This design comes from an exercise in tuning for small area and a short achievable clock period on the open sky130 flow, not from production work. The RTL was checked by simulation tests, not by an equivalence proof against the original design. No run shown here takes its clock network from TritonCTS; it comes from the design's own scripts or RTL. No driver is modelled on the clock port, so clock power and skew are understated where the tree is cut down; a real chip needs a root buffer or a tree.

==> flow/design.v <==
module fehel_flit_rx (
    input  wire        clk,
    input  wire        rst,
    input  wire        in_valid,
    input  wire [63:0] in_data,
    output reg         res_valid,
    output reg         res_crc_ok,
    output wire        res_ctrl,
    output wire [3:0]  res_err,        
    output wire [4:0]  res_msgs,
    output wire [19:0] res_vc_slots,   
    output wire [11:0] res_fseq,
    output wire [11:0] res_fack
);
    reg  [63:0] u;
    wire [63:0] m_u;
    wire x64 = u[39] ^ u[59];
    wire x65 = u[0] ^ u[56];
    wire x66 = u[46] ^ u[51];
    wire x67 = u[47] ^ u[52];
    wire x68 = u[4] ^ u[58];
    wire x69 = u[8] ^ u[43];
    wire x70 = u[9] ^ u[44];
    wire x71 = u[21] ^ u[26];
    wire x72 = u[15] ^ u[45];
    wire x73 = u[22] ^ u[27];
    wire x74 = u[40] ^ u[60];
    wire x75 = u[41] ^ u[61];
    wire x76 = u[18] ^ u[32];
    wire x77 = u[19] ^ u[33];
    wire x78 = u[20] ^ u[34];
    wire x79 = u[50] ^ u[54];
    wire x80 = u[5] ^ u[12];
    wire x81 = u[48] ^ u[55];
    wire x82 = u[35] ^ u[63];
    wire x83 = u[16] ^ u[53];
    wire x84 = u[6] ^ u[29];
    wire x85 = u[7] ^ u[28];
    wire x86 = u[13] ^ u[49];
    wire x87 = u[10] ^ u[62];
    wire x88 = u[17] ^ u[42];
    wire x89 = u[23] ^ u[30];
    wire x90 = u[24] ^ u[31];
    wire x91 = u[25] ^ x76;
    wire x92 = u[11] ^ x66;
    wire x93 = u[14] ^ u[57];
    wire x94 = u[36] ^ x73;
    wire x95 = x67 ^ x72;
    wire x96 = x64 ^ x68;
    wire x97 = x71 ^ x82;
    wire x98 = u[1] ^ x69;
    wire x99 = u[2] ^ x70;
    wire x100 = u[38] ^ x65;
    wire x101 = x74 ^ x80;
    wire x102 = x77 ^ x79;
    wire x103 = x81 ^ x83;
    wire x104 = u[3] ^ x75;
    wire x105 = u[37] ^ x90;
    wire x106 = u[29] ^ x85;
    wire x107 = u[43] ^ x84;
    wire x108 = u[50] ^ x81;
    wire x109 = u[62] ^ x89;
    wire x110 = u[58] ^ x86;
    wire x111 = u[26] ^ x88;
    wire x112 = u[24] ^ x91;
    wire x113 = u[45] ^ x70;
    wire x114 = u[55] ^ x78;
    wire x115 = u[25] ^ u[42];
    wire x116 = x65 ^ x92;
    wire x117 = u[12] ^ u[37];
    wire x118 = u[10] ^ x100;
    wire x119 = u[7] ^ u[30];
    wire x120 = u[57] ^ x77;
    wire x121 = u[14] ^ x87;
    wire x122 = u[31] ^ x72;
    wire x123 = u[17] ^ x75;
    wire x124 = u[22] ^ u[36];
    wire x125 = x67 ^ x74;
    wire x126 = u[11] ^ u[46];
    wire x127 = u[6] ^ x69;
    wire x128 = u[51] ^ x94;
    wire x129 = u[19] ^ u[63];
    wire x130 = u[27] ^ u[56];
    wire x131 = u[44] ^ x64;
    wire x132 = u[20] ^ x90;
    wire x133 = u[4] ^ u[28];
    wire x134 = u[23] ^ x105;
    wire x135 = u[48] ^ x99;
    wire x136 = x71 ^ x88;
    wire x137 = u[5] ^ u[38];
    wire x138 = u[53] ^ x93;
    wire x139 = x84 ^ x96;
    wire x140 = u[16] ^ u[59];
    wire x141 = u[32] ^ x101;
    wire x142 = u[34] ^ x87;
    wire x143 = u[54] ^ x83;
    wire x144 = u[5] ^ x82;
    wire x145 = u[49] ^ x68;
    wire x146 = u[13] ^ x78;
    wire x147 = u[28] ^ u[45];
    wire x148 = u[0] ^ u[47];
    wire x149 = u[1] ^ u[11];
    wire x150 = u[6] ^ x85;
    wire x151 = u[16] ^ x93;
    wire x152 = u[40] ^ x80;
    wire x153 = u[3] ^ x103;
    wire x154 = x86 ^ x91;
    wire x155 = x73 ^ x104;
    wire x156 = u[35] ^ x71;
    wire x157 = u[9] ^ x97;
    wire x158 = u[30] ^ x116;
    wire x159 = x94 ^ x95;
    wire x160 = u[31] ^ u[33];
    wire x161 = u[60] ^ x102;
    wire x162 = x66 ^ x78;
    wire x163 = u[12] ^ u[53];
    wire x164 = u[3] ^ u[61];
    wire x165 = u[47] ^ x118;
    wire x166 = u[18] ^ u[25];
    wire x167 = u[42] ^ x65;
    wire x168 = u[26] ^ x107;
    wire x169 = u[39] ^ x108;
    wire x170 = u[56] ^ x68;
    wire x171 = u[52] ^ x66;
    wire x172 = x89 ^ x130;
    wire x173 = u[4] ^ x64;
    wire x174 = u[41] ^ x89;
    wire x175 = x67 ^ x98;
    wire x176 = x85 ^ x114;
    wire x177 = u[57] ^ x69;
    wire x178 = u[37] ^ x133;
    wire x179 = x83 ^ x121;
    wire x180 = u[41] ^ x76;
    wire x181 = u[48] ^ x70;
    wire x182 = u[63] ^ x92;
    wire x183 = x77 ^ x111;
    wire x184 = u[15] ^ x67;
    wire x185 = x145 ^ x161;
    wire x186 = u[8] ^ u[22];
    wire x187 = u[14] ^ x97;
    wire x188 = x65 ^ x125;
    wire x189 = u[40] ^ x79;
    wire x190 = u[23] ^ x95;
    wire x191 = x79 ^ x96;
    wire x192 = u[24] ^ u[47];
    wire x193 = u[1] ^ x86;
    wire x194 = x104 ^ x113;
    wire x195 = u[28] ^ u[46];
    wire x196 = x73 ^ x113;
    wire x197 = x102 ^ x119;
    wire x198 = u[10] ^ u[23];
    wire x199 = u[21] ^ u[35];
    wire x200 = x87 ^ x124;
    wire x201 = u[13] ^ x106;
    wire x202 = u[0] ^ x147;
    wire x203 = u[19] ^ u[21];
    wire x204 = u[10] ^ x82;
    wire x205 = x98 ^ x120;
    wire x206 = u[17] ^ x78;
    wire x207 = u[13] ^ x128;
    wire x208 = u[18] ^ x101;
    wire x209 = u[38] ^ x72;
    wire x210 = x109 ^ x149;
    wire x211 = u[2] ^ x75;
    wire x212 = u[15] ^ x129;
    wire x213 = x131 ^ x211;
    wire x214 = x151 ^ x152;
    wire x215 = u[11] ^ x80;
    wire x216 = u[56] ^ x91;
    wire x217 = x85 ^ x132;
    wire x218 = x128 ^ x216;
    wire x219 = u[52] ^ u[53];
    wire x220 = u[54] ^ x84;
    wire x221 = x101 ^ x134;
    wire x222 = x133 ^ x135;
    wire x223 = u[30] ^ x112;
    wire x224 = x102 ^ x176;
    wire x225 = x110 ^ x138;
    wire x226 = u[8] ^ x115;
    wire x227 = x92 ^ x156;
    wire x228 = x121 ^ x139;
    wire x229 = x106 ^ x114;
    wire x230 = x140 ^ x141;
    wire x231 = u[39] ^ x95;
    wire x232 = u[40] ^ x137;
    wire x233 = u[55] ^ x123;
    wire x234 = x70 ^ x178;
    wire x235 = u[39] ^ x84;
    wire x236 = x100 ^ x183;
    wire x237 = x142 ^ x181;
    wire x238 = x143 ^ x182;
    wire x239 = u[37] ^ x144;
    wire x240 = u[41] ^ x162;
    wire x241 = u[45] ^ x117;
    wire x242 = u[59] ^ u[62];
    wire x243 = u[61] ^ x88;
    wire x244 = x68 ^ x186;
    wire x245 = x143 ^ x146;
    wire x246 = u[7] ^ u[31];
    wire x247 = u[14] ^ x126;
    wire x248 = u[15] ^ u[27];
    wire x249 = u[42] ^ u[49];
    wire x250 = u[57] ^ x98;
    wire x251 = u[12] ^ x147;
    wire x252 = u[16] ^ x110;
    wire x253 = u[25] ^ x79;
    wire x254 = x127 ^ x160;
    wire x255 = u[29] ^ x111;
    wire x256 = u[59] ^ x76;
    wire x257 = u[2] ^ x69;
    wire x258 = u[27] ^ x95;
    wire x259 = u[26] ^ x146;
    wire x260 = u[31] ^ x83;
    wire x261 = x125 ^ x196;
    wire x262 = u[13] ^ u[58];
    wire x263 = u[19] ^ u[43];
    wire x264 = u[20] ^ x115;
    wire x265 = u[44] ^ x95;
    wire x266 = u[7] ^ x64;
    wire x267 = u[60] ^ x103;
    wire x268 = u[8] ^ u[32];
    wire x269 = u[34] ^ u[39];
    wire x270 = u[46] ^ u[54];
    wire x271 = u[49] ^ x150;
    wire x272 = x198 ^ x269;
    wire x273 = u[9] ^ u[18];
    wire x274 = u[35] ^ u[53];
    wire x275 = x75 ^ x126;
    wire x276 = x108 ^ x200;
    wire x277 = u[36] ^ x116;
    wire x278 = u[58] ^ x117;
    wire x279 = u[20] ^ x88;
    wire x280 = u[63] ^ x163;
    wire x281 = x81 ^ x166;
    wire x282 = x96 ^ x279;
    wire x283 = x171 ^ x202;
    wire x284 = u[38] ^ x117;
    wire x285 = x109 ^ x159;
    wire x286 = u[47] ^ x204;
    wire x287 = x64 ^ x79;
    wire x288 = x103 ^ x110;
    wire x289 = u[9] ^ x80;
    wire x290 = u[62] ^ x140;
    wire x291 = x112 ^ x123;
    wire x292 = u[6] ^ x166;
    wire x293 = u[50] ^ x87;
    wire x294 = u[63] ^ x73;
    wire x295 = u[17] ^ u[57];
    wire x296 = u[38] ^ x86;
    wire x297 = u[0] ^ x122;
    wire x298 = x80 ^ x118;
    wire x299 = u[44] ^ x184;
    wire x300 = u[60] ^ x76;
    wire x301 = u[61] ^ x99;
    wire x302 = x193 ^ x301;
    wire x303 = x72 ^ x81;
    wire x304 = x99 ^ x109;
    wire x305 = u[58] ^ x78;
    wire x306 = x105 ^ x173;
    wire x307 = x115 ^ x205;
    wire x308 = u[62] ^ x135;
    wire x309 = u[37] ^ x157;
    wire x310 = x74 ^ x154;
    wire x311 = u[22] ^ x98;
    wire x312 = u[7] ^ x155;
    wire x313 = u[51] ^ x167;
    wire x314 = u[33] ^ x74;
    wire x315 = u[2] ^ u[29];
    wire x316 = u[34] ^ x74;
    wire x317 = x64 ^ x94;
    wire x318 = x93 ^ x131;
    wire x319 = x93 ^ x170;
    wire x320 = x209 ^ x168;
    wire x321 = x169 ^ x208;
    wire x322 = x210 ^ x319;
    wire x323 = x207 ^ x320;
    wire x324 = x321 ^ x322;
    wire x325 = x323 ^ x324;
    wire x326 = x105 ^ x110;
    wire x327 = x150 ^ x171;
    wire x328 = x172 ^ x212;
    wire x329 = x213 ^ x214;
    wire x330 = x326 ^ x327;
    wire x331 = x328 ^ x329;
    wire x332 = x330 ^ x331;
    wire x333 = x111 ^ x173;
    wire x334 = x174 ^ x215;
    wire x335 = x153 ^ x175;
    wire x336 = x217 ^ x333;
    wire x337 = x334 ^ x218;
    wire x338 = x335 ^ x336;
    wire x339 = x337 ^ x338;
    wire x340 = x69 ^ x130;
    wire x341 = x219 ^ x120;
    wire x342 = x136 ^ x220;
    wire x343 = x340 ^ x154;
    wire x344 = x341 ^ x342;
    wire x345 = x221 ^ x222;
    wire x346 = x343 ^ x344;
    wire x347 = x345 ^ x346;
    wire x348 = u[10] ^ x137;
    wire x349 = x113 ^ x348;
    wire x350 = x155 ^ x168;
    wire x351 = x225 ^ x349;
    wire x352 = x223 ^ x224;
    wire x353 = x350 ^ x351;
    wire x354 = x352 ^ x353;
    wire x355 = u[44] ^ x122;
    wire x356 = x172 ^ x226;
    wire x357 = x227 ^ x355;
    wire x358 = x356 ^ x224;
    wire x359 = x228 ^ x357;
    wire x360 = x358 ^ x359;
    wire x361 = x90 ^ x177;
    wire x362 = x157 ^ x159;
    wire x363 = x229 ^ x361;
    wire x364 = x158 ^ x230;
    wire x365 = x362 ^ x363;
    wire x366 = x364 ^ x365;
    wire x367 = u[50] ^ x69;
    wire x368 = x160 ^ x91;
    wire x369 = x232 ^ x367;
    wire x370 = x179 ^ x227;
    wire x371 = x231 ^ x233;
    wire x372 = x234 ^ x368;
    wire x373 = x369 ^ x370;
    wire x374 = x371 ^ x372;
    wire x375 = x373 ^ x374;
    wire x376 = x152 ^ x180;
    wire x377 = x235 ^ x159;
    wire x378 = x237 ^ x376;
    wire x379 = x236 ^ x238;
    wire x380 = x377 ^ x378;
    wire x381 = x379 ^ x380;
    wire x382 = x124 ^ x100;
    wire x383 = x106 ^ x111;
    wire x384 = x184 ^ x179;
    wire x385 = x239 ^ x240;
    wire x386 = x382 ^ x383;
    wire x387 = x185 ^ x384;
    wire x388 = x385 ^ x386;
    wire x389 = x387 ^ x388;
    wire x390 = x242 ^ x241;
    wire x391 = x243 ^ x244;
    wire x392 = x187 ^ x188;
    wire x393 = x245 ^ x390;
    wire x394 = x391 ^ x392;
    wire x395 = x393 ^ x394;
    wire x396 = u[45] ^ x163;
    wire x397 = x123 ^ x189;
    wire x398 = x396 ^ x139;
    wire x399 = x157 ^ x397;
    wire x400 = x158 ^ x398;
    wire x401 = x399 ^ x400;
    wire x402 = u[41] ^ u[42];
    wire x403 = u[48] ^ x246;
    wire x404 = x402 ^ x247;
    wire x405 = x403 ^ x118;
    wire x406 = x168 ^ x190;
    wire x407 = x191 ^ x404;
    wire x408 = x405 ^ x406;
    wire x409 = x407 ^ x408;
    wire x410 = x119 ^ x192;
    wire x411 = x248 ^ x249;
    wire x412 = x92 ^ x103;
    wire x413 = x131 ^ x410;
    wire x414 = x411 ^ x141;
    wire x415 = x250 ^ x412;
    wire x416 = x413 ^ x414;
    wire x417 = x415 ^ x416;
    wire x418 = x123 ^ x251;
    wire x419 = x253 ^ x135;
    wire x420 = x188 ^ x252;
    wire x421 = x254 ^ x418;
    wire x422 = x419 ^ x420;
    wire x423 = x421 ^ x422;
    wire x424 = u[7] ^ x66;
    wire x425 = x108 ^ x138;
    wire x426 = x142 ^ x193;
    wire x427 = x256 ^ x424;
    wire x428 = x194 ^ x255;
    wire x429 = x425 ^ x426;
    wire x430 = x427 ^ x428;
    wire x431 = x429 ^ x430;
    wire x432 = u[18] ^ u[42];
    wire x433 = x82 ^ x432;
    wire x434 = x121 ^ x257;
    wire x435 = x433 ^ x258;
    wire x436 = x434 ^ x158;
    wire x437 = x185 ^ x435;
    wire x438 = x436 ^ x437;
    wire x439 = u[14] ^ u[18];
    wire x440 = x129 ^ x164;
    wire x441 = x195 ^ x439;
    wire x442 = x100 ^ x109;
    wire x443 = x260 ^ x440;
    wire x444 = x441 ^ x139;
    wire x445 = x259 ^ x442;
    wire x446 = x443 ^ x261;
    wire x447 = x444 ^ x445;
    wire x448 = x446 ^ x447;
    wire x449 = x79 ^ x124;
    wire x450 = x163 ^ x262;
    wire x451 = x263 ^ x92;
    wire x452 = x97 ^ x132;
    wire x453 = x150 ^ x256;
    wire x454 = x449 ^ x450;
    wire x455 = x233 ^ x451;
    wire x456 = x452 ^ x453;
    wire x457 = x454 ^ x165;
    wire x458 = x455 ^ x456;
    wire x459 = x457 ^ x458;
    wire x460 = u[32] ^ u[37];
    wire x461 = u[59] ^ x68;
    wire x462 = x71 ^ x460;
    wire x463 = x127 ^ x232;
    wire x464 = x264 ^ x461;
    wire x465 = x462 ^ x197;
    wire x466 = x265 ^ x463;
    wire x467 = x464 ^ x465;
    wire x468 = x466 ^ x467;
    wire x469 = x71 ^ x137;
    wire x470 = x266 ^ x469;
    wire x471 = x196 ^ x240;
    wire x472 = x254 ^ x267;
    wire x473 = x470 ^ x471;
    wire x474 = x472 ^ x473;
    wire x475 = u[56] ^ x199;
    wire x476 = x268 ^ x270;
    wire x477 = x243 ^ x272;
    wire x478 = x475 ^ x476;
    wire x479 = x271 ^ x477;
    wire x480 = x478 ^ x261;
    wire x481 = x479 ^ x480;
    wire x482 = u[23] ^ u[33];
    wire x483 = u[40] ^ u[45];
    wire x484 = x192 ^ x273;
    wire x485 = x274 ^ x482;
    wire x486 = x483 ^ x106;
    wire x487 = x177 ^ x275;
    wire x488 = x484 ^ x485;
    wire x489 = x276 ^ x486;
    wire x490 = x487 ^ x488;
    wire x491 = x489 ^ x490;
    wire x492 = u[29] ^ u[49];
    wire x493 = u[54] ^ x129;
    wire x494 = x192 ^ x492;
    wire x495 = x174 ^ x226;
    wire x496 = x278 ^ x493;
    wire x497 = x494 ^ x237;
    wire x498 = x495 ^ x496;
    wire x499 = x277 ^ x497;
    wire x500 = x498 ^ x499;
    wire x501 = u[15] ^ u[49];
    wire x502 = x273 ^ x501;
    wire x503 = x144 ^ x264;
    wire x504 = x502 ^ x128;
    wire x505 = x134 ^ x188;
    wire x506 = x503 ^ x228;
    wire x507 = x504 ^ x505;
    wire x508 = x506 ^ x507;
    wire x509 = u[21] ^ u[51];
    wire x510 = u[52] ^ u[55];
    wire x511 = x65 ^ x73;
    wire x512 = x75 ^ x129;
    wire x513 = x509 ^ x510;
    wire x514 = x96 ^ x241;
    wire x515 = x511 ^ x512;
    wire x516 = x513 ^ x112;
    wire x517 = x179 ^ x201;
    wire x518 = x514 ^ x515;
    wire x519 = x516 ^ x517;
    wire x520 = x518 ^ x519;
    wire x521 = u[27] ^ u[36];
    wire x522 = x521 ^ x102;
    wire x523 = x127 ^ x280;
    wire x524 = x281 ^ x282;
    wire x525 = x283 ^ x522;
    wire x526 = x523 ^ x524;
    wire x527 = x525 ^ x526;
    wire x528 = x78 ^ x126;
    wire x529 = x203 ^ x138;
    wire x530 = x181 ^ x284;
    wire x531 = x528 ^ x191;
    wire x532 = x271 ^ x529;
    wire x533 = x530 ^ x285;
    wire x534 = x531 ^ x532;
    wire x535 = x533 ^ x534;
    wire x536 = u[20] ^ u[21];
    wire x537 = x66 ^ x186;
    wire x538 = x536 ^ x106;
    wire x539 = x209 ^ x287;
    wire x540 = x537 ^ x286;
    wire x541 = x288 ^ x538;
    wire x542 = x539 ^ x221;
    wire x543 = x540 ^ x541;
    wire x544 = x542 ^ x543;
    wire x545 = x71 ^ x270;
    wire x546 = x145 ^ x289;
    wire x547 = x290 ^ x545;
    wire x548 = x250 ^ x258;
    wire x549 = x546 ^ x547;
    wire x550 = x291 ^ x548;
    wire x551 = x549 ^ x550;
    wire x552 = u[5] ^ u[59];
    wire x553 = x148 ^ x195;
    wire x554 = x262 ^ x552;
    wire x555 = x99 ^ x292;
    wire x556 = x293 ^ x294;
    wire x557 = x553 ^ x554;
    wire x558 = x183 ^ x267;
    wire x559 = x555 ^ x556;
    wire x560 = x557 ^ x558;
    wire x561 = x559 ^ x560;
    wire x562 = u[30] ^ x148;
    wire x563 = x164 ^ x295;
    wire x564 = x152 ^ x200;
    wire x565 = x212 ^ x296;
    wire x566 = x562 ^ x563;
    wire x567 = x176 ^ x191;
    wire x568 = x564 ^ x565;
    wire x569 = x566 ^ x567;
    wire x570 = x568 ^ x569;
    wire x571 = u[20] ^ u[30];
    wire x572 = u[41] ^ x140;
    wire x573 = x571 ^ x94;
    wire x574 = x97 ^ x177;
    wire x575 = x284 ^ x572;
    wire x576 = x297 ^ x573;
    wire x577 = x574 ^ x575;
    wire x578 = x576 ^ x577;
    wire x579 = u[62] ^ x76;
    wire x580 = x107 ^ x108;
    wire x581 = x122 ^ x136;
    wire x582 = x579 ^ x214;
    wire x583 = x234 ^ x580;
    wire x584 = x581 ^ x158;
    wire x585 = x582 ^ x583;
    wire x586 = x584 ^ x585;
    wire x587 = u[1] ^ u[17];
    wire x588 = u[31] ^ x66;
    wire x589 = x119 ^ x587;
    wire x590 = x107 ^ x120;
    wire x591 = x180 ^ x294;
    wire x592 = x588 ^ x589;
    wire x593 = x252 ^ x265;
    wire x594 = x590 ^ x591;
    wire x595 = x592 ^ x298;
    wire x596 = x593 ^ x594;
    wire x597 = x595 ^ x596;
    wire x598 = u[4] ^ x66;
    wire x599 = x242 ^ x94;
    wire x600 = x257 ^ x260;
    wire x601 = x598 ^ x141;
    wire x602 = x229 ^ x299;
    wire x603 = x599 ^ x600;
    wire x604 = x236 ^ x601;
    wire x605 = x602 ^ x603;
    wire x606 = x604 ^ x605;
    wire x607 = u[21] ^ u[28];
    wire x608 = u[33] ^ u[48];
    wire x609 = x295 ^ x607;
    wire x610 = x608 ^ x172;
    wire x611 = x235 ^ x300;
    wire x612 = x609 ^ x175;
    wire x613 = x194 ^ x239;
    wire x614 = x245 ^ x610;
    wire x615 = x611 ^ x612;
    wire x616 = x613 ^ x614;
    wire x617 = x615 ^ x616;
    wire x618 = u[43] ^ x80;
    wire x619 = x85 ^ x90;
    wire x620 = x248 ^ x274;
    wire x621 = x136 ^ x272;
    wire x622 = x618 ^ x619;
    wire x623 = x620 ^ x116;
    wire x624 = x161 ^ x621;
    wire x625 = x622 ^ x302;
    wire x626 = x623 ^ x624;
    wire x627 = x625 ^ x626;
    wire x628 = u[2] ^ u[11];
    wire x629 = u[35] ^ u[44];
    wire x630 = x84 ^ x87;
    wire x631 = x164 ^ x628;
    wire x632 = x629 ^ x114;
    wire x633 = x151 ^ x189;
    wire x634 = x251 ^ x630;
    wire x635 = x631 ^ x112;
    wire x636 = x175 ^ x632;
    wire x637 = x633 ^ x634;
    wire x638 = x207 ^ x635;
    wire x639 = x636 ^ x637;
    wire x640 = x638 ^ x639;
    wire x641 = u[3] ^ u[17];
    wire x642 = u[25] ^ u[41];
    wire x643 = x68 ^ x77;
    wire x644 = x117 ^ x219;
    wire x645 = x641 ^ x642;
    wire x646 = x303 ^ x643;
    wire x647 = x644 ^ x645;
    wire x648 = x187 ^ x201;
    wire x649 = x304 ^ x646;
    wire x650 = x647 ^ x277;
    wire x651 = x648 ^ x649;
    wire x652 = x650 ^ x651;
    wire x653 = u[0] ^ x87;
    wire x654 = x249 ^ x125;
    wire x655 = x127 ^ x287;
    wire x656 = x305 ^ x653;
    wire x657 = x134 ^ x153;
    wire x658 = x182 ^ x654;
    wire x659 = x655 ^ x656;
    wire x660 = x657 ^ x658;
    wire x661 = x659 ^ x660;
    wire x662 = u[5] ^ x70;
    wire x663 = x97 ^ x220;
    wire x664 = x266 ^ x662;
    wire x665 = x225 ^ x663;
    wire x666 = x664 ^ x285;
    wire x667 = x291 ^ x665;
    wire x668 = x666 ^ x667;
    wire x669 = x201 ^ x306;
    wire x670 = x238 ^ x298;
    wire x671 = x307 ^ x669;
    wire x672 = x670 ^ x671;
    wire x673 = u[4] ^ u[8];
    wire x674 = x79 ^ x673;
    wire x675 = x206 ^ x674;
    wire x676 = x190 ^ x675;
    wire x677 = x218 ^ x308;
    wire x678 = x676 ^ x677;
    wire x679 = u[5] ^ u[18];
    wire x680 = u[24] ^ u[49];
    wire x681 = x198 ^ x679;
    wire x682 = x680 ^ x120;
    wire x683 = x681 ^ x153;
    wire x684 = x283 ^ x682;
    wire x685 = x309 ^ x683;
    wire x686 = x684 ^ x685;
    wire x687 = u[17] ^ u[24];
    wire x688 = u[26] ^ u[54];
    wire x689 = x86 ^ x87;
    wire x690 = x89 ^ x263;
    wire x691 = x687 ^ x688;
    wire x692 = x101 ^ x138;
    wire x693 = x162 ^ x281;
    wire x694 = x689 ^ x690;
    wire x695 = x691 ^ x231;
    wire x696 = x692 ^ x693;
    wire x697 = x694 ^ x695;
    wire x698 = x696 ^ x697;
    wire x699 = u[19] ^ x130;
    wire x700 = x132 ^ x189;
    wire x701 = x275 ^ x292;
    wire x702 = x699 ^ x187;
    wire x703 = x288 ^ x299;
    wire x704 = x700 ^ x701;
    wire x705 = x702 ^ x703;
    wire x706 = x704 ^ x705;
    wire x707 = x85 ^ x137;
    wire x708 = x148 ^ x149;
    wire x709 = x203 ^ x107;
    wire x710 = x143 ^ x174;
    wire x711 = x707 ^ x708;
    wire x712 = x282 ^ x709;
    wire x713 = x710 ^ x711;
    wire x714 = x310 ^ x712;
    wire x715 = x713 ^ x714;
    wire x716 = u[14] ^ x81;
    wire x717 = x84 ^ x132;
    wire x718 = x136 ^ x716;
    wire x719 = x197 ^ x208;
    wire x720 = x213 ^ x311;
    wire x721 = x717 ^ x718;
    wire x722 = x719 ^ x720;
    wire x723 = x721 ^ x722;
    wire x724 = x203 ^ x114;
    wire x725 = x122 ^ x127;
    wire x726 = x304 ^ x313;
    wire x727 = x724 ^ x725;
    wire x728 = x310 ^ x312;
    wire x729 = x726 ^ x727;
    wire x730 = x728 ^ x729;
    wire x731 = u[4] ^ u[23];
    wire x732 = u[32] ^ u[46];
    wire x733 = u[52] ^ x77;
    wire x734 = x731 ^ x732;
    wire x735 = x97 ^ x151;
    wire x736 = x167 ^ x293;
    wire x737 = x733 ^ x734;
    wire x738 = x194 ^ x217;
    wire x739 = x311 ^ x735;
    wire x740 = x736 ^ x737;
    wire x741 = x738 ^ x739;
    wire x742 = x740 ^ x741;
    wire x743 = u[6] ^ u[8];
    wire x744 = u[14] ^ u[46];
    wire x745 = x743 ^ x744;
    wire x746 = x99 ^ x136;
    wire x747 = x146 ^ x280;
    wire x748 = x314 ^ x745;
    wire x749 = x169 ^ x746;
    wire x750 = x747 ^ x748;
    wire x751 = x165 ^ x223;
    wire x752 = x749 ^ x750;
    wire x753 = x751 ^ x752;
    wire x754 = u[25] ^ u[36];
    wire x755 = u[38] ^ u[55];
    wire x756 = x84 ^ x89;
    wire x757 = x148 ^ x199;
    wire x758 = x246 ^ x754;
    wire x759 = x755 ^ x104;
    wire x760 = x142 ^ x289;
    wire x761 = x756 ^ x757;
    wire x762 = x758 ^ x759;
    wire x763 = x760 ^ x761;
    wire x764 = x185 ^ x762;
    wire x765 = x763 ^ x764;
    wire x766 = u[6] ^ u[61];
    wire x767 = x119 ^ x149;
    wire x768 = x268 ^ x766;
    wire x769 = x144 ^ x767;
    wire x770 = x768 ^ x259;
    wire x771 = x276 ^ x306;
    wire x772 = x313 ^ x769;
    wire x773 = x770 ^ x771;
    wire x774 = x772 ^ x773;
    wire x775 = u[33] ^ u[52];
    wire x776 = x119 ^ x315;
    wire x777 = x775 ^ x122;
    wire x778 = x244 ^ x776;
    wire x779 = x154 ^ x169;
    wire x780 = x777 ^ x778;
    wire x781 = x309 ^ x779;
    wire x782 = x780 ^ x781;
    wire x783 = u[9] ^ u[12];
    wire x784 = x86 ^ x126;
    wire x785 = x783 ^ x142;
    wire x786 = x300 ^ x784;
    wire x787 = x139 ^ x153;
    wire x788 = x205 ^ x297;
    wire x789 = x785 ^ x786;
    wire x790 = x787 ^ x788;
    wire x791 = x789 ^ x790;
    wire x792 = x170 ^ x206;
    wire x793 = x247 ^ x197;
    wire x794 = x286 ^ x792;
    wire x795 = x230 ^ x302;
    wire x796 = x793 ^ x794;
    wire x797 = x795 ^ x796;
    wire x798 = u[40] ^ x89;
    wire x799 = x160 ^ x315;
    wire x800 = x96 ^ x98;
    wire x801 = x156 ^ x206;
    wire x802 = x798 ^ x799;
    wire x803 = x155 ^ x800;
    wire x804 = x801 ^ x802;
    wire x805 = x165 ^ x803;
    wire x806 = x804 ^ x805;
    wire x807 = u[3] ^ u[5];
    wire x808 = u[42] ^ u[57];
    wire x809 = x90 ^ x199;
    wire x810 = x807 ^ x808;
    wire x811 = x180 ^ x316;
    wire x812 = x809 ^ x810;
    wire x813 = x210 ^ x317;
    wire x814 = x811 ^ x812;
    wire x815 = x222 ^ x813;
    wire x816 = x814 ^ x815;
    wire x817 = u[2] ^ x77;
    wire x818 = x115 ^ x124;
    wire x819 = x104 ^ x107;
    wire x820 = x145 ^ x202;
    wire x821 = x204 ^ x817;
    wire x822 = x818 ^ x134;
    wire x823 = x141 ^ x819;
    wire x824 = x820 ^ x821;
    wire x825 = x822 ^ x823;
    wire x826 = x824 ^ x825;
    wire x827 = x162 ^ x167;
    wire x828 = x278 ^ x303;
    wire x829 = x314 ^ x112;
    wire x830 = x318 ^ x827;
    wire x831 = x828 ^ x312;
    wire x832 = x829 ^ x830;
    wire x833 = x831 ^ x832;
    wire x834 = x75 ^ x195;
    wire x835 = x156 ^ x170;
    wire x836 = x290 ^ x296;
    wire x837 = x316 ^ x834;
    wire x838 = x190 ^ x835;
    wire x839 = x836 ^ x837;
    wire x840 = x307 ^ x838;
    wire x841 = x839 ^ x840;
    wire x842 = u[24] ^ u[43];
    wire x843 = u[46] ^ u[50];
    wire x844 = u[60] ^ x75;
    wire x845 = x83 ^ x93;
    wire x846 = x148 ^ x842;
    wire x847 = x843 ^ x144;
    wire x848 = x305 ^ x844;
    wire x849 = x845 ^ x846;
    wire x850 = x255 ^ x317;
    wire x851 = x847 ^ x848;
    wire x852 = x849 ^ x308;
    wire x853 = x850 ^ x851;
    wire x854 = x852 ^ x853;
    wire x855 = u[22] ^ u[29];
    wire x856 = u[55] ^ x86;
    wire x857 = x88 ^ x164;
    wire x858 = x855 ^ x97;
    wire x859 = x178 ^ x215;
    wire x860 = x253 ^ x856;
    wire x861 = x857 ^ x318;
    wire x862 = x858 ^ x859;
    wire x863 = x860 ^ x165;
    wire x864 = x861 ^ x862;
    wire x865 = x863 ^ x864;
    assign m_u[0] = x325;
    assign m_u[1] = x332;
    assign m_u[2] = x339;
    assign m_u[3] = x347;
    assign m_u[4] = x354;
    assign m_u[5] = x360;
    assign m_u[6] = x366;
    assign m_u[7] = x375;
    assign m_u[8] = x381;
    assign m_u[9] = x389;
    assign m_u[10] = x395;
    assign m_u[11] = x401;
    assign m_u[12] = x409;
    assign m_u[13] = x417;
    assign m_u[14] = x423;
    assign m_u[15] = x431;
    assign m_u[16] = x438;
    assign m_u[17] = x448;
    assign m_u[18] = x459;
    assign m_u[19] = x468;
    assign m_u[20] = x474;
    assign m_u[21] = x481;
    assign m_u[22] = x491;
    assign m_u[23] = x500;
    assign m_u[24] = x508;
    assign m_u[25] = x520;
    assign m_u[26] = x527;
    assign m_u[27] = x535;
    assign m_u[28] = x544;
    assign m_u[29] = x551;
    assign m_u[30] = x561;
    assign m_u[31] = x570;
    assign m_u[32] = x578;
    assign m_u[33] = x586;
    assign m_u[34] = x597;
    assign m_u[35] = x606;
    assign m_u[36] = x617;
    assign m_u[37] = x627;
    assign m_u[38] = x640;
    assign m_u[39] = x652;
    assign m_u[40] = x661;
    assign m_u[41] = x668;
    assign m_u[42] = x672;
    assign m_u[43] = x678;
    assign m_u[44] = x686;
    assign m_u[45] = x698;
    assign m_u[46] = x706;
    assign m_u[47] = x715;
    assign m_u[48] = x723;
    assign m_u[49] = x730;
    assign m_u[50] = x742;
    assign m_u[51] = x753;
    assign m_u[52] = x765;
    assign m_u[53] = x774;
    assign m_u[54] = x782;
    assign m_u[55] = x791;
    assign m_u[56] = x797;
    assign m_u[57] = x806;
    assign m_u[58] = x816;
    assign m_u[59] = x826;
    assign m_u[60] = x833;
    assign m_u[61] = x841;
    assign m_u[62] = x854;
    assign m_u[63] = x865;
    reg  [5:0]  beat;
    wire        first = (beat == 6'd0);
    always @(posedge clk) begin
        if (in_valid)
            u <= (m_u | {64{first}}) ^ in_data;
    end
    wire crc_good = &u;
    reg        hdr_ev;     
    reg        slot_ev;    
    reg        last_ev;    
    reg  [7:0] op_r;
    reg  [4:0] len_r;
    wire [5:0] beat_inc   = beat + 6'd1;
    wire       slot_beat  = beat[0] && (beat != 6'd63);
    wire       last_beat  = (beat == 6'd63);
    always @(posedge clk) begin
        op_r    <= in_data[7:0];
        len_r   <= in_data[12:8];
        hdr_ev  <= !rst && in_valid && first;
        slot_ev <= !rst && in_valid && slot_beat;
        last_ev <= !rst && in_valid && last_beat;
        if (rst || in_valid)
            beat <= beat_inc & {6{!rst}};
    end
    reg  [11:0] fseq;
    reg  [11:0] fack;
    reg         ctrl;
    reg         ftype_err;
    wire [3:0]  h_ftype = ~u[63:60];
    wire [4:0]  h_cont  = ~u[35:31];
    wire        h_data  = (h_ftype == 4'h0);
    always @(posedge clk) begin
        if (hdr_ev) begin
            fseq      <= ~u[59:48];
            fack      <= ~u[47:36];
            ctrl      <= (h_ftype == 4'h1);
            ftype_err <= (h_ftype > 4'h1);
        end
    end
    function op_known;
        input [7:0] op;
        begin
            case (op)
                8'h00, 8'h01, 8'h02, 8'h03, 8'h04, 8'h05,
                8'h10, 8'h11, 8'h12, 8'h13, 8'h14, 8'h1F,
                8'h20, 8'h21, 8'h22, 8'h23, 8'h24, 8'h25, 8'h2F,
                8'h30, 8'h31, 8'h32, 8'h33,
                8'h40, 8'h41, 8'h4F: op_known = 1'b1;
                default:             op_known = 1'b0;
            endcase
        end
    endfunction
    function len_ok;
        input [7:0] op;
        input [4:0] len;
        begin
            case (op)
                8'h10, 8'h21, 8'h30: len_ok = (len == 5'd4);
                8'h11, 8'h40:        len_ok = (len == 5'd16);
                8'h12:               len_ok = (len >= 5'd1) && (len <= 5'd16);
                8'h22:               len_ok = (len == 5'd5);
                8'h25, 8'h33:        len_ok = (len <= 5'd16);
                8'h32:               len_ok = (len == 5'd0) || (len == 5'd4);
                default:             len_ok = (len == 5'd0);
            endcase
        end
    endfunction
    reg         walking;
    reg  [4:0]  rem;
    reg         counted;
    reg  [1:0]  cur_vc;
    reg         cont_err;
    reg         opcode_err;
    reg         len_err;
    reg  [4:0]  msgs;
    reg  [4:0]  vc0, vc1, vc2, vc3;
    reg  [4:0]  carry;
    reg  [1:0]  carry_vc;
    wire        rem_nz  = (rem != 5'd0);
    wire        known   = op_known(op_r);
    wire        lok     = len_ok(op_r, len_r);
    wire        has_vc  = (op_r[7:4] != 4'h0);
    wire [1:0]  op_vc   = op_r[5:4] - 2'd1;
    wire        step    = slot_ev && walking;
    wire        s_cont  = step && rem_nz;
    wire        s_msg   = step && !rem_nz && known && lok;
    wire        inc     = (s_cont && counted) || (s_msg && has_vc);
    wire [1:0]  inc_vc  = rem_nz ? cur_vc : op_vc;
    always @(posedge clk) begin
        if (hdr_ev) begin
            walking    <= h_data;
            rem        <= h_data ? h_cont : 5'd0;
            cont_err   <= h_data && (h_cont != carry);
            counted    <= h_data && (h_cont == carry);
            cur_vc     <= carry_vc;
            opcode_err <= 1'b0;
            len_err    <= 1'b0;
            msgs       <= 5'd0;
            vc0        <= 5'd0;
            vc1        <= 5'd0;
            vc2        <= 5'd0;
            vc3        <= 5'd0;
        end else if (step) begin
            if (rem_nz) begin
                rem <= rem - 5'd1;
            end else if (!known) begin
                opcode_err <= 1'b1;
                walking    <= 1'b0;
            end else if (!lok) begin
                len_err    <= 1'b1;
                walking    <= 1'b0;
            end else begin
                rem <= len_r;
                if (op_r != 8'h00)
                    msgs <= msgs + 5'd1;
                counted <= has_vc;
                if (has_vc)
                    cur_vc <= op_vc;
            end
            if (inc && inc_vc == 2'd0) vc0 <= vc0 + 5'd1;
            if (inc && inc_vc == 2'd1) vc1 <= vc1 + 5'd1;
            if (inc && inc_vc == 2'd2) vc2 <= vc2 + 5'd1;
            if (inc && inc_vc == 2'd3) vc3 <= vc3 + 5'd1;
        end
    end
    wire any_err = ftype_err | cont_err | opcode_err | len_err;
    wire carry_ld = last_ev && crc_good && (any_err || !ctrl);
    always @(posedge clk) begin
        res_crc_ok <= crc_good;
        res_valid  <= !rst && last_ev;
        if (rst || carry_ld) begin
            carry    <= (any_err || rst) ? 5'd0 : rem;
            carry_vc <= (any_err || rst) ? 2'd0 : cur_vc;
        end
    end
    assign res_ctrl     = ctrl;
    assign res_err      = {len_err, opcode_err, cont_err, ftype_err};
    assign res_msgs     = msgs;
    assign res_vc_slots = {vc3, vc2, vc1, vc0};
    assign res_fseq     = fseq;
    assign res_fack     = fack;
endmodule
==> flow/flow/run.sh <==
#!/bin/bash
# Layout: the standard ORFS flow (standard.sh), with these changes:
#  - every port gets a plain buf_1 as its port buffer;
#  - clock tree: two short levels of clock buffers (flow/cts_manual.tcl,
#    8 leaf buffers under 4 root buffers);
#  - the timing repair after CTS and after global routing aims for a setup
#    slack margin of 8.75 ns.
#  Placement settings: PLACE_DENSITY=0.75. Repair settings: none.
# Each make call's output goes to its own make_*.log; ORFS keeps each tool's
# log under orfs/logs/.
set -euo pipefail
H=$PWD
B="BUFFER_PORTS_ARGS=-buffer_cell sky130_fd_sc_hd__buf_1"
C="PRE_CTS_TCL=$H/flow/cts_manual.tcl"
bash standard.sh "$B" "$C" synth > make_synth.log 2>&1
bash standard.sh "$B" "$C" PLACE_DENSITY=0.75 floorplan place > make_place.log 2>&1
bash standard.sh "$B" "$C" PLACE_DENSITY=0.75 SETUP_SLACK_MARGIN=8.75  cts > make_cts.log 2>&1
bash standard.sh "$B" "$C" PLACE_DENSITY=0.75 SETUP_SLACK_MARGIN=8.75  finish > make_finish.log 2>&1
==> flow/flow/cts_manual.tcl <==
# Sourced by ORFS's cts.tcl as PRE_CTS_TCL. Replaces clock_tree_synthesis
# with a short two-level clock tree: the registers are split by location
# into NLEAF groups of equal size (halving by x, then by y, ...), each driven
# by a leaf clock buffer at the group's centre; the leaf buffers are split
# the same way into NROOT groups, each driven by a root clock buffer at its
# centre. The clock port feeds only the NROOT root buffers, and every
# register sees exactly one root and one leaf buffer.

proc mcts_split { items n } {
  set groups [list $items]
  set axis 0
  while { [llength $groups] < $n } {
    set ng {}
    foreach g $groups {
      set s [lsort -integer -index $axis $g]
      set h [expr { [llength $s] / 2 }]
      lappend ng [lrange $s 0 [expr { $h - 1 }]] [lrange $s $h end]
    }
    set groups $ng
    set axis [expr { 1 - $axis }]
  }
  return $groups
}

proc mcts_drive { block master name in_net group } {
  # group: list of {x y iterm}; returns {cx cy A-iterm}
  set sx 0; set sy 0
  foreach s $group { incr sx [lindex $s 0]; incr sy [lindex $s 1] }
  set n [llength $group]
  set cx [expr { $sx / $n }]
  set cy [expr { $sy / $n }]
  set inst [odb::dbInst_create $block $master $name]
  set net [odb::dbNet_create $block "${name}_net"]
  $net setSigType CLOCK
  [$inst findITerm X] connect $net
  foreach s $group {
    set it [lindex $s 2]
    $it disconnect
    $it connect $net
  }
  $inst setLocation [expr { $cx - [$master getWidth] / 2 }] [expr { $cy - [$master getHeight] / 2 }]
  $inst setPlacementStatus PLACED
  set a [$inst findITerm A]
  $a connect $in_net
  puts "manual_cts: $name drives $n pins at ($cx, $cy)"
  return [list $cx $cy $a]
}

proc manual_cts { } {
  set nleaf 8
  set nroot 4
  if { [info exists ::env(MCTS_NLEAF)] } { set nleaf $::env(MCTS_NLEAF) }
  if { [info exists ::env(MCTS_NROOT)] } { set nroot $::env(MCTS_NROOT) }
  set block [ord::get_db_block]
  set db [ord::get_db]
  set leafcell sky130_fd_sc_hd__clkbuf_16
  set rootcell sky130_fd_sc_hd__clkbuf_16
  if { [info exists ::env(MCTS_LEAF)] } { set leafcell $::env(MCTS_LEAF) }
  if { [info exists ::env(MCTS_ROOT)] } { set rootcell $::env(MCTS_ROOT) }
  set leafm [$db findMaster $leafcell]
  set rootm [$db findMaster $rootcell]
  set clk_net [$block findNet clk]
  set sinks {}
  foreach it [$clk_net getITerms] {
    set bb [[$it getInst] getBBox]
    lappend sinks [list [expr { ([$bb xMin] + [$bb xMax]) / 2 }] \
                        [expr { ([$bb yMin] + [$bb yMax]) / 2 }] $it]
  }
  set leaves {}
  set k 0
  foreach g [mcts_split $sinks $nleaf] {
    lappend leaves [mcts_drive $block $leafm "clkbuf_leaf_$k" $clk_net $g]
    incr k
  }
  set k 0
  foreach g [mcts_split $leaves $nroot] {
    mcts_drive $block $rootm "clkbuf_root_$k" $clk_net $g
    incr k
  }
  $clk_net setSigType CLOCK
  set_propagated_clock [all_clocks]
}

rename clock_tree_synthesis orig_clock_tree_synthesis
proc clock_tree_synthesis { args } {
  manual_cts
}
==> flow/standard.sh <==
#!/bin/bash
# synth_recipe.tcl (not shown) runs the flow's synth.tcl, then flattens the netlist and writes it again
# the make line also repeats each setting of config.mk as NAME=value (left out here)
make -C /OpenROAD-flow-scripts/flow DESIGN_CONFIG=/design/flow/config.mk WORK_HOME=/design/flow/orfs CLKGATE_MAP_FILE= SYNTH_SCRIPT=/design/flow/synth_recipe.tcl "${@:-finish}"
==> flow/config.mk <==
export PLATFORM = sky130hd
export DESIGN_NAME = fehel_flit_rx
export DESIGN_NICKNAME = fehel_flit_rx
export VERILOG_FILES = /design/flow/design.v
export SDC_FILE = /design/flow/constraint.sdc
export NUM_CORES = 4
export LEC_CHECK = 0
export CAP_MARGIN = 20
export CORE_MARGIN = 2
export CORE_UTILIZATION = 55
export SLEW_MARGIN = 20
==> flow/constraint.sdc <==
create_clock -name core_clock -period 12.0 [get_ports {clk}]
set_input_delay 2.4000 -clock core_clock [delete_from_list [all_inputs] [get_ports {clk}]]
set_output_delay 2.4000 -clock core_clock [all_outputs]
set_load 0.01 [all_outputs]
==> results of run 1 <==
-- timing repair --
action | CTS | global route
gates cloned | 0 | 0
buffers inserted | 21 | 27
pin swaps | 2 | 5
gates resized for setup | 39 | 38
endpoints found under the setup margin | 93 | 70
-- placed cells by master (no fill, tap or decap), types with 14 or more instances in the layout --
cell type	n
xnor2_2	23
buf_1	108
nand3_1	16
dfxtp_1	30
xor2_1	168
a21oi_1	15
xor2_2	19
nand4_1	21
inv_1	41
buf_4	75
xnor2_1	632
nor2_1	97
dfxtp_2	16
ha_1	14
nand2_1	27
edfxtp_1	113
-- worst paths after layout --
kind / start / to / slack (ps)
worst max register to register: u[16] / u[10] / 8690
worst min-delay path: last_ev / res_valid / 480
worst max-delay path: u[16] / u[10] / 8690
worst min register to register: last_ev / res_valid / 480
-- cell families (layout without fill, tap and decap cells) --
kind of cell    count (synthesis)  count (layout)
other cells                     0               1
mux                             9               9
fa+ha+maj                      14              14
flops                         159             159
compound gates                 65              65
buf+inv                       126             258
simple gates                  222             222
xor+xnor                      867             867
-- stage by stage --
| stage | cell area, um2 |
|---|---|
| 3_3_place_gp | 15470 |
| 3_5_place_dp | 15480 |
| 6_report | 16610 |
| 5_1_grt | 16610 |
| 4_1_cts | 16200 |
| 2_1_floorplan | 14720 |
-- registers in the layout (all words and copies together) (netlist names), 6 cells and up, named ones only --
name	flops
beat	6
u	64
fack	12
op_r	8
fseq	12
-- worst reg2reg max path: stages, from the launching register on --
cell,delay [ps]
edfxtp_1,740
xor2_2,380
xnor2_1,840
xor2_1,170
xnor2_1,400
xnor2_1,260
nor2_1,100
xnor2_1,160
-- cell type report --
type / instances / area, um2 / share of cell area
flip-flops and latches: 159 / 4334 / 0.2609
diodes: 1 / 2.502 / 0.0001506
repair buffers: 204 / 1196 / 0.07201
inverters: 42 / 157.7 / 0.009491
well taps: 335 / 419.2 / 0.02523
multi-input cells: 1177 / 10200 / 0.6141
plain buffers: 12 / 300.3 / 0.01808
-- per-layer routing --
metal / track usage / vias to the layer above
met4: 0.2371 / 0
met5: 0 / -
met1: 0.5186 / 5359
met2: 0.6035 / 747
met3: 0.08390 / 203
li1: - / 4909
==> results.json, run 1 <==
{
  "worstPathArrival_ps": 3330,
  "critPathMaxStageDelay_ps": 840,
  "ant_nets": 0,
  "tns_ps": 0,
  "postSynthCellCount": 1462,
  "drtIter0Drc": 1289,
  "antenna_found_initial": 0,
  "hold_viol": 0,
  "grt_max_degree": 62,
  "ioPinCount": 123,
  "synth_compound_area_frac": 0.03467,
  "gp_congestion": 1.103,
  "fmax_mhz": 302.6,
  "firstDrtPassIters": 5,
  "ctsHoldBuffers": 0,
  "hpwl_um": 43280,
  "pre_cts_slack_ps": 7712,
  "start_util": 0.5618,
  "wl_met1_um": 21820,
  "synth_top_cell_by_area": "xnor2_1",
  "grt_pass1_vias": 10975,
  "io_buffers": 122,
  "syn-num-nets": 1543,
  "syn_area_per_cell_um2": 10.07,
  "synth_top_area_frac": 0.3861,
  "synthTopCellsByCount": "xnor2_1 (649), xor2_1 (185), edfxtp_1 (113), nor2_1 (98), dfxtp_1 (46)",
  "period_needed_ps": 3305,
  "fin_crit_sh": 0.2754,
  "slew_headroom": 0.3487,
  "path_class": "register to register",
  "area_delta_synth_final_pct": 12.82,
  "die_h_um": 167.6,
  "end_kind": "register",
  "rsz0062_at_grt": "true",
  "worst_pin_slew_ps": 970.0,
  "final_nets": 1677,
  "cts.clk_slew.worst_paths_ps": 80,
  "layout-drive-gt1-share": 0.1286,
  "grt_overflow": 0,
  "final_cells": 1930,
  "cpLargestDelayFamily": "XOR/XNOR gates",
  "top_layer_used": "met4",
  "wl_met2_um": 24020,
  "placed_cells": 1869,
  "async_flop_share": 0,
  "rr_worst_depth": 7,
  "hold_path_class": "register to register",
  "ys_warn_count": 1,
  "die_w_um": 167.6,
  "route.met3.wl_um": 6082,
  "fill_cells": 2257,
  "holdWs_ps": 477.1,
  "synth-simple-area-share": 0.07343,
  "crit_path_cell_trace": "xor2_2, xnor2_1, xor2_1, xnor2_1, xnor2_1, nor2_1, xnor2_1",
  "crit_required_ps": 12030,
  "synth.most_common_cell": "xnor2_1",
  "wl_um": 56160,
  "crit_path_top_delay_cell": "xnor2_1",
  "synth_top_family_by_area": "XOR/XNOR gates",
  "setup_slack_ps": 8695,
  "ys.flop_type": "edfxtp_1",
  "crit_cells": 7,
  "avgViaCountPerCell": 5.812,
  "worstPathMaxFanout": 6,
  "status": "no timing/DRC/antenna violations",
  "drv_cap": 0,
  "synth_edf_count": 113,
  "synth_fa_ha_area_frac": 0.01190,
  "synthMuxAreaShare": 0.006459,
  "wl_per_cell_um": 29.10,
  "grt_use_total": 0.3958,
  "synthXorXnorAreaFrac": 0.5430,
  "rows": 59,
  "skew_ps": 50.97,
  "grt_pass1_wl_um": 78960,
  "dieArea_mm2": 0.02809,
  "ys_seq_area_frac": 0.2930,
  "clk_latency_ps": 320,
  "synth-seq-cells": 159,
  "slew_viol_final": 0,
  "cpMostUsedCell": "xnor2_1",
  "final_util": 0.6339,
  "netlist_area_mm2": 0.01472,
  "crit_buf_inv": 0,
  "ys_types": 62,
  "min_path_cells": 1,
  "drc_errors": 0,
  "setup_viol": 0,
  "core-area_mm2": 0.02621,
  "startpoint_type": "register",
  "vias": 11218,
  "synth_area_leaders": "xnor2_1 (39%), edfxtp_1 (23%), xor2_1 (11%)"
}
==> run 2: changes to the inputs <==
==> flow/flow/run.sh (replaced) <==
#!/bin/bash
# Layout: the standard ORFS flow (standard.sh), with these changes:
#  - every port gets a plain buf_1 as its port buffer;
#  - clock tree: two short levels of clock buffers (flow/cts_manual.tcl,
#    8 leaf buffers under 4 root buffers);
#  - the timing repair after CTS and after global routing aims for a setup
#    slack margin of 8.75 ns.
#  Placement settings: PLACE_DENSITY=0.7 GPL_ROUTABILITY_DRIVEN=0. Repair settings: none.
# Each make call's output goes to its own make_*.log; ORFS keeps each tool's
# log under orfs/logs/.
set -euo pipefail
H=$PWD
B="BUFFER_PORTS_ARGS=-buffer_cell sky130_fd_sc_hd__buf_1"
C="PRE_CTS_TCL=$H/flow/cts_manual.tcl"
bash standard.sh "$B" "$C" synth > make_synth.log 2>&1
bash standard.sh "$B" "$C" PLACE_DENSITY=0.7 GPL_ROUTABILITY_DRIVEN=0 floorplan place > make_place.log 2>&1
bash standard.sh "$B" "$C" PLACE_DENSITY=0.7 GPL_ROUTABILITY_DRIVEN=0 SETUP_SLACK_MARGIN=8.75  cts > make_cts.log 2>&1
bash standard.sh "$B" "$C" PLACE_DENSITY=0.7 GPL_ROUTABILITY_DRIVEN=0 SETUP_SLACK_MARGIN=8.75  finish > make_finish.log 2>&1
==> results.json, run 2 <==
{
  "syn-num-nets": 1543,
  "grt_pass1_wl_um": 70990,
  "largest_registers": "u x64, fack x12, fseq x12",
  "synth-seq-cells": 159,
  "worstPathMaxFanout": 8,
  "layout-drive-gt1-share": 0.1197,
  "skew_ps": 57.57,
  "r2r-start": "u[27]",
  "fmax_mhz": 299.2,
  "largest-register": "u",
  "setup_slack_ps": 8658,
  "synth_top_area_frac": 0.3861,
  "rows": 59,
  "ant_nets": 0,
  "fin_crit_sh": 0.2785,
  "grt_max_degree": 69,
  "layout_common_cells": "xnor2_1 (635), xor2_1 (173), edfxtp_1 (113)",
  "diodes": 0,
  "drv_cap": 0,
  "netlist_area_mm2": 0.01472,
  "ioPinCount": 123,
  "largest_register_ff_count": 64,
  "holdWs_ps": 481.0,
  "end_kind": "register",
  "ctsHoldBuffers": 0,
  "grt_use_total": 0.3470,
  "io_buffers": 122,
  "period_needed_ps": 3342,
  "area_delta_synth_final_pct": 11.66,
  "grt_pass1_vias": 10720,
  "die_h_um": 167.6,
  "worst_pin_slew_ps": 1186,
  "crit_required_ps": 12040,
  "path_class": "register to register",
  "hold_viol": 0,
  "pre_cts_slack_ps": 8077,
  "async_flop_share": 0,
  "ys_warn_count": 1,
  "min_from": "last_ev",
  "status": "no timing/DRC/antenna violations",
  "start_util": 0.5618,
  "hold_path_class": "register to register",
  "synth_edf_count": 113,
  "synth_top_cell_by_area": "xnor2_1",
  "slew_viol_final": 0,
  "core-area_mm2": 0.02621,
  "synthTopCellsByCount": "xnor2_1 (649), xor2_1 (185), edfxtp_1 (113), nor2_1 (98), dfxtp_1 (46)",
  "clk_latency_ps": 330,
  "tns_ps": 0,
  "layout_commonest_cell": "xnor2_1",
  "antenna_found_initial": 1,
  "die_w_um": 167.6,
  "placed_cells": 1851,
  "firstDrtPassIters": 8,
  "rsz0062_at_grt": "true",
  "postSynthCellCount": 1462,
  "setup_viol": 0,
  "hpwl_um": 37690,
  "startpoint": "u[27]",
  "drtIter0Drc": 1776,
  "ys_types": 62,
  "final_cells": 1922,
  "grt_overflow": 0,
  "slew_headroom": 0.2039,
  "vias": 11296,
  "wl_per_cell_um": 25.95,
  "avgViaCountPerCell": 5.877,
  "startpoint_type": "register",
  "final_nets": 1670,
  "synth_area_leaders": "xnor2_1 (39%), edfxtp_1 (23%), xor2_1 (11%)",
  "dieArea_mm2": 0.02809,
  "wl_um": 49880,
  "syn_area_per_cell_um2": 10.07,
  "ys_seq_area_frac": 0.2930,
  "worstPathArrival_ps": 3390,
  "ys.flop_type": "edfxtp_1",
  "drc_errors": 0,
  "cts.clk_slew.worst_paths_ps": 80,
  "synth.most_common_cell": "xnor2_1"
}
==> run 2: cell types whose count changed in the layout (fill, tap and decap cells not counted), moves of 3 or more <==
cell / previous run / this run
xnor2_2: 23 / 18
xor2_1: 168 / 173
dfxtp_1: 30 / 34
clkbuf_2: 11 / 14
dfxtp_2: 16 / 12
buf_1: 108 / 104
buf_12: 6 / 3
buf_4: 75 / 72
xnor2_1: 632 / 635
xor2_2: 19 / 15
==> run 2: routing by layer <==
layer	routed length, um	track usage
met5	0	0
met4	4308	0.2265
met3	6682	0.09690
met2	20390	0.5124
met1	18500	0.4464
==> run 2: area by class of cell <==
type,instances,area (um2)
repair buffers,197,1081
fillers,2197,9767
plain buffers,12,300.3
multi-input cells,1177,10150
well taps,335,419.2
inverters,42,157.7
flip-flops and latches,159,4329
==> run 2: cell families after synthesis <==
kind of cell,after synthesis,share of synthesized area
XOR/XNOR,867,0.5430
AND/OR/NAND/NOR,222,0.07343
flip-flops,159,0.2930
buffers and inverters,126,0.03748
AO/OA/AOI/OAI,65,0.03467
adder cells (fa/ha/maj),14,0.01190
multiplexers,9,0.006459
==> run 2: path summary, 6_finish.rpt <==
path,cells past startpoint,endpoint,slack [ps]
hold / removal,1,res_valid,480
setup reg to reg,8,u[46],8660
setup / recovery,8,u[46],8660
hold reg to reg,1,res_valid,480
==> run 2: what timing repair did <==
| item | in CTS | in global routing |
|---|---|---|
| gates resized for setup | 26 | 41 |
| pin swaps | 2 | 5 |
| setup endpoints to repair | 102 | 92 |
| setup buffers | 9 | 50 |
==> run 2: stage by stage <==
stage | utilization | area (um2)
finish | 0.6273 | 16440
global route | 0.6273 | 16440
CTS | 0.6056 | 15870
detailed placement | 0.5854 | 15340
global placement | 0.5852 | 15330
floorplan | - | 14720
==> run 2: worst max-delay path, stage by stage, from the launching register on <==
cell and delay, ps:
edfxtp_1 680, xnor2_1 1050, xnor2_1 180, xnor2_1 230
xnor2_1 100, xnor2_1 450, xnor2_1 180, nor2_1 70
xnor2_1 160
==> run 3: changes to the inputs <==
==> flow/flow/run.sh (replaced) <==
#!/bin/bash
# Layout: the standard ORFS flow (standard.sh), with these changes:
#  - every port gets a plain buf_1 as its port buffer;
#  - clock tree: two short levels of clock buffers (flow/cts_manual.tcl,
#    8 leaf buffers under 4 root buffers);
#  - the timing repair after CTS and after global routing aims for a setup
#    slack margin of 8.75 ns.
#  Placement settings: PLACE_DENSITY=0.65. Repair settings: none.
# Each make call's output goes to its own make_*.log; ORFS keeps each tool's
# log under orfs/logs/.
set -euo pipefail
H=$PWD
B="BUFFER_PORTS_ARGS=-buffer_cell sky130_fd_sc_hd__buf_1"
C="PRE_CTS_TCL=$H/flow/cts_manual.tcl"
bash standard.sh "$B" "$C" synth > make_synth.log 2>&1
bash standard.sh "$B" "$C" PLACE_DENSITY=0.65 floorplan place > make_place.log 2>&1
bash standard.sh "$B" "$C" PLACE_DENSITY=0.65 SETUP_SLACK_MARGIN=8.75  cts > make_cts.log 2>&1
bash standard.sh "$B" "$C" PLACE_DENSITY=0.65 SETUP_SLACK_MARGIN=8.75  finish > make_finish.log 2>&1
==> results.json, run 3 <==
{
  "synthTopCellsByCount": "xnor2_1 (649), xor2_1 (185), edfxtp_1 (113), nor2_1 (98), dfxtp_1 (46)",
  "largest-register": "u",
  "final_nets": 1680,
  "drtIter0Drc": 1443,
  "ys_types": 62,
  "wl_um": 57820,
  "ys.flop_type": "edfxtp_1",
  "netlist_area_mm2": 0.01472,
  "syn-num-nets": 1543,
  "worst_pin_slew_ps": 1028,
  "diodes": 0,
  "worstPathArrival_ps": 3330,
  "fmax_mhz": 304.6,
  "wl_per_cell_um": 29.92,
  "fin_crit_sh": 0.2736,
  "fill_cells": 2234,
  "synth_top_area_frac": 0.3861,
  "end_kind": "register",
  "period_needed_ps": 3283,
  "async_flop_share": 0,
  "die_w_um": 167.6,
  "min_path_cells": 1,
  "slew_viol_final": 0,
  "die_h_um": 167.6,
  "firstDrtPassIters": 6,
  "clk_latency_ps": 320,
  "core-area_mm2": 0.02621,
  "largest_registers": "u x64, fack x12, fseq x12",
  "rr_worst_depth": 8,
  "slew_headroom": 0.3125,
  "drc_errors": 0,
  "hpwl_um": 44590,
  "tns_ps": 0,
  "r2r_end": "u[45]",
  "antenna_found_initial": 0,
  "grt_overflow": 0,
  "pre_cts_slack_ps": 7635,
  "status": "no timing/DRC/antenna violations",
  "grt_pass1_vias": 11056,
  "rrSetupSlack_ps": 8720,
  "ant_nets": 0,
  "start_util": 0.5618,
  "path_class": "register to register",
  "layout-drive-gt1-share": 0.1340,
  "gp_congestion": 1.076,
  "io_buffers": 122,
  "design_area_mm2": 0.01671,
  "synth_top_cell_by_area": "xnor2_1",
  "layout_commonest_cell": "xnor2_1",
  "crit_required_ps": 12050,
  "cts.clk_slew.worst_paths_ps": 90,
  "layout_common_cells": "xnor2_1 (628), xor2_1 (167), edfxtp_1 (113)",
  "startpoint_type": "register",
  "dieArea_mm2": 0.02809,
  "ys_warn_count": 1,
  "multi_input_comb_area_mm2": 0.01028,
  "min_to": "res_valid",
  "grt_pass1_wl_um": 80900,
  "synth_area_leaders": "xnor2_1 (39%), edfxtp_1 (23%), xor2_1 (11%)",
  "synth-seq-cells": 159,
  "hold_path_class": "register to register",
  "grt_max_degree": 63,
  "rows": 59,
  "min_from": "last_ev",
  "syn_area_per_cell_um2": 10.07,
  "setup_viol": 0,
  "largest_register_ff_count": 64,
  "skew_ps": 47.30,
  "hold_viol": 0,
  "r2r-start": "u[12]",
  "area_delta_synth_final_pct": 13.50,
  "avgViaCountPerCell": 5.862,
  "postSynthCellCount": 1462,
  "grt_use_total": 0.4078,
  "ys_seq_area_frac": 0.2930,
  "ctsHoldBuffers": 0,
  "ioPinCount": 123,
  "synth_edf_count": 113,
  "synth.most_common_cell": "xnor2_1",
  "vias": 11325,
  "ff_latch_area_mm2": 0.004335,
  "drv_cap": 0,
  "worstPathMaxFanout": 8,
  "rsz0062_at_grt": "true",
  "place_area_mm2": 0.01544,
  "setup_slack_ps": 8717,
  "final_util": 0.6376
}
run 3: cells by family (layout without fill, tap and decap cells):
family,Yosys count,after routing,share of synthesized area
compound gates,65,65,0.03467
xor+xnor,867,867,0.5430
simple gates,222,222,0.07343
mux,9,9,0.006459
fa+ha+maj,14,14,0.01190
flops,159,159,0.2930
buf+inv,126,261,0.03748
run 3: area by class of cell:
cell class / count / area share
multi-input combinational: 1177 / 0.6154
timing repair buffer: 207 / 0.07263
inverter: 42 / 0.009435
tap: 335 / 0.02508
buffer: 12 / 0.01797
sequential: 159 / 0.2595
run 3: through the flow:
stage	cells	hold WS, ps
6_report	1932	487.0
4_1_cts	1905	485.3
5_1_grt	1932	506.7
3_3_place_gp	1864	465.4
2_1_floorplan	1462	438.7
3_5_place_dp	1864	471.8
run 3: worst max-delay path by stage:
stage          startpoint       end  slack, ps
6_report            u[12]     u[45]       8720
5_1_grt              u[7]     u[25]       8710
4_1_cts              u[9]     u[17]       8750
3_5_place_dp     in_valid   beat[5]       7640
3_3_place_gp     in_valid   beat[1]       7680
2_1_floorplan         rst  carry[0]       8810
run 3: routing by layer:
metal	global-route usage	up-vias	share of wire
li1	-	4913	-
met1	0.5217	5441	0.38
met2	0.6471	755	0.44
met3	0.06807	216	0.098
met4	0.2522	0	0.081
met5	0	-	0
run 3: critical path, cell delays in order (launching register included):
cell and delay (ps):
edfxtp_1 710, xnor2_4 520, xor2_2 510, xnor2_2 260
xor2_1 230, xnor2_1 170, xnor2_1 360, nor2_1 120
xnor2_1 160
run 3: timing repair:
action                     CTS  global route
pin swaps                    3             4
setup endpoints to repair  101            83
buffers inserted            29            27
gates resized for setup     44            46

afterwards: timing with drivers on the ports:
How much do the figures lean on ideal ports? The routed layouts below were timed once more, with nothing changed but the port constraints. Step 1, drivers: a clkbuf_16 drives clk and a buf_2 each remaining input, both assumed. Step 2 moves the port delays by t, midway between the first and last clock arrival at a register: inputs arrive t later, outputs are due t later. That takes back most of the time a late clock gives input paths. Three values: ideal ports, drivers, drivers and shift; two values: the first two.
run	t, ns	slack for setup (ns)	hold slack, ns	latest minus earliest clock arrival (ns)	worst data-port slew with drivers (ns)
run 1	0.407	8.695 / 8.640 / 8.450	0.477 / 0.477 / 0.477	0.051 / 0.051	0.05
run 2	0.411	8.658 / 8.639 / 8.492	0.481 / 0.481 / 0.481	0.057 / 0.058	0.06
run 3	0.416	8.717 / 8.639 / 8.490	0.487 / 0.487 / 0.487	0.047 / 0.048	0.06
After both steps every run listed still meets setup and hold. For run 1, which loses most, drivers alone change the setup slack by -0.055 ns; drivers and shift together by -0.245 ns.
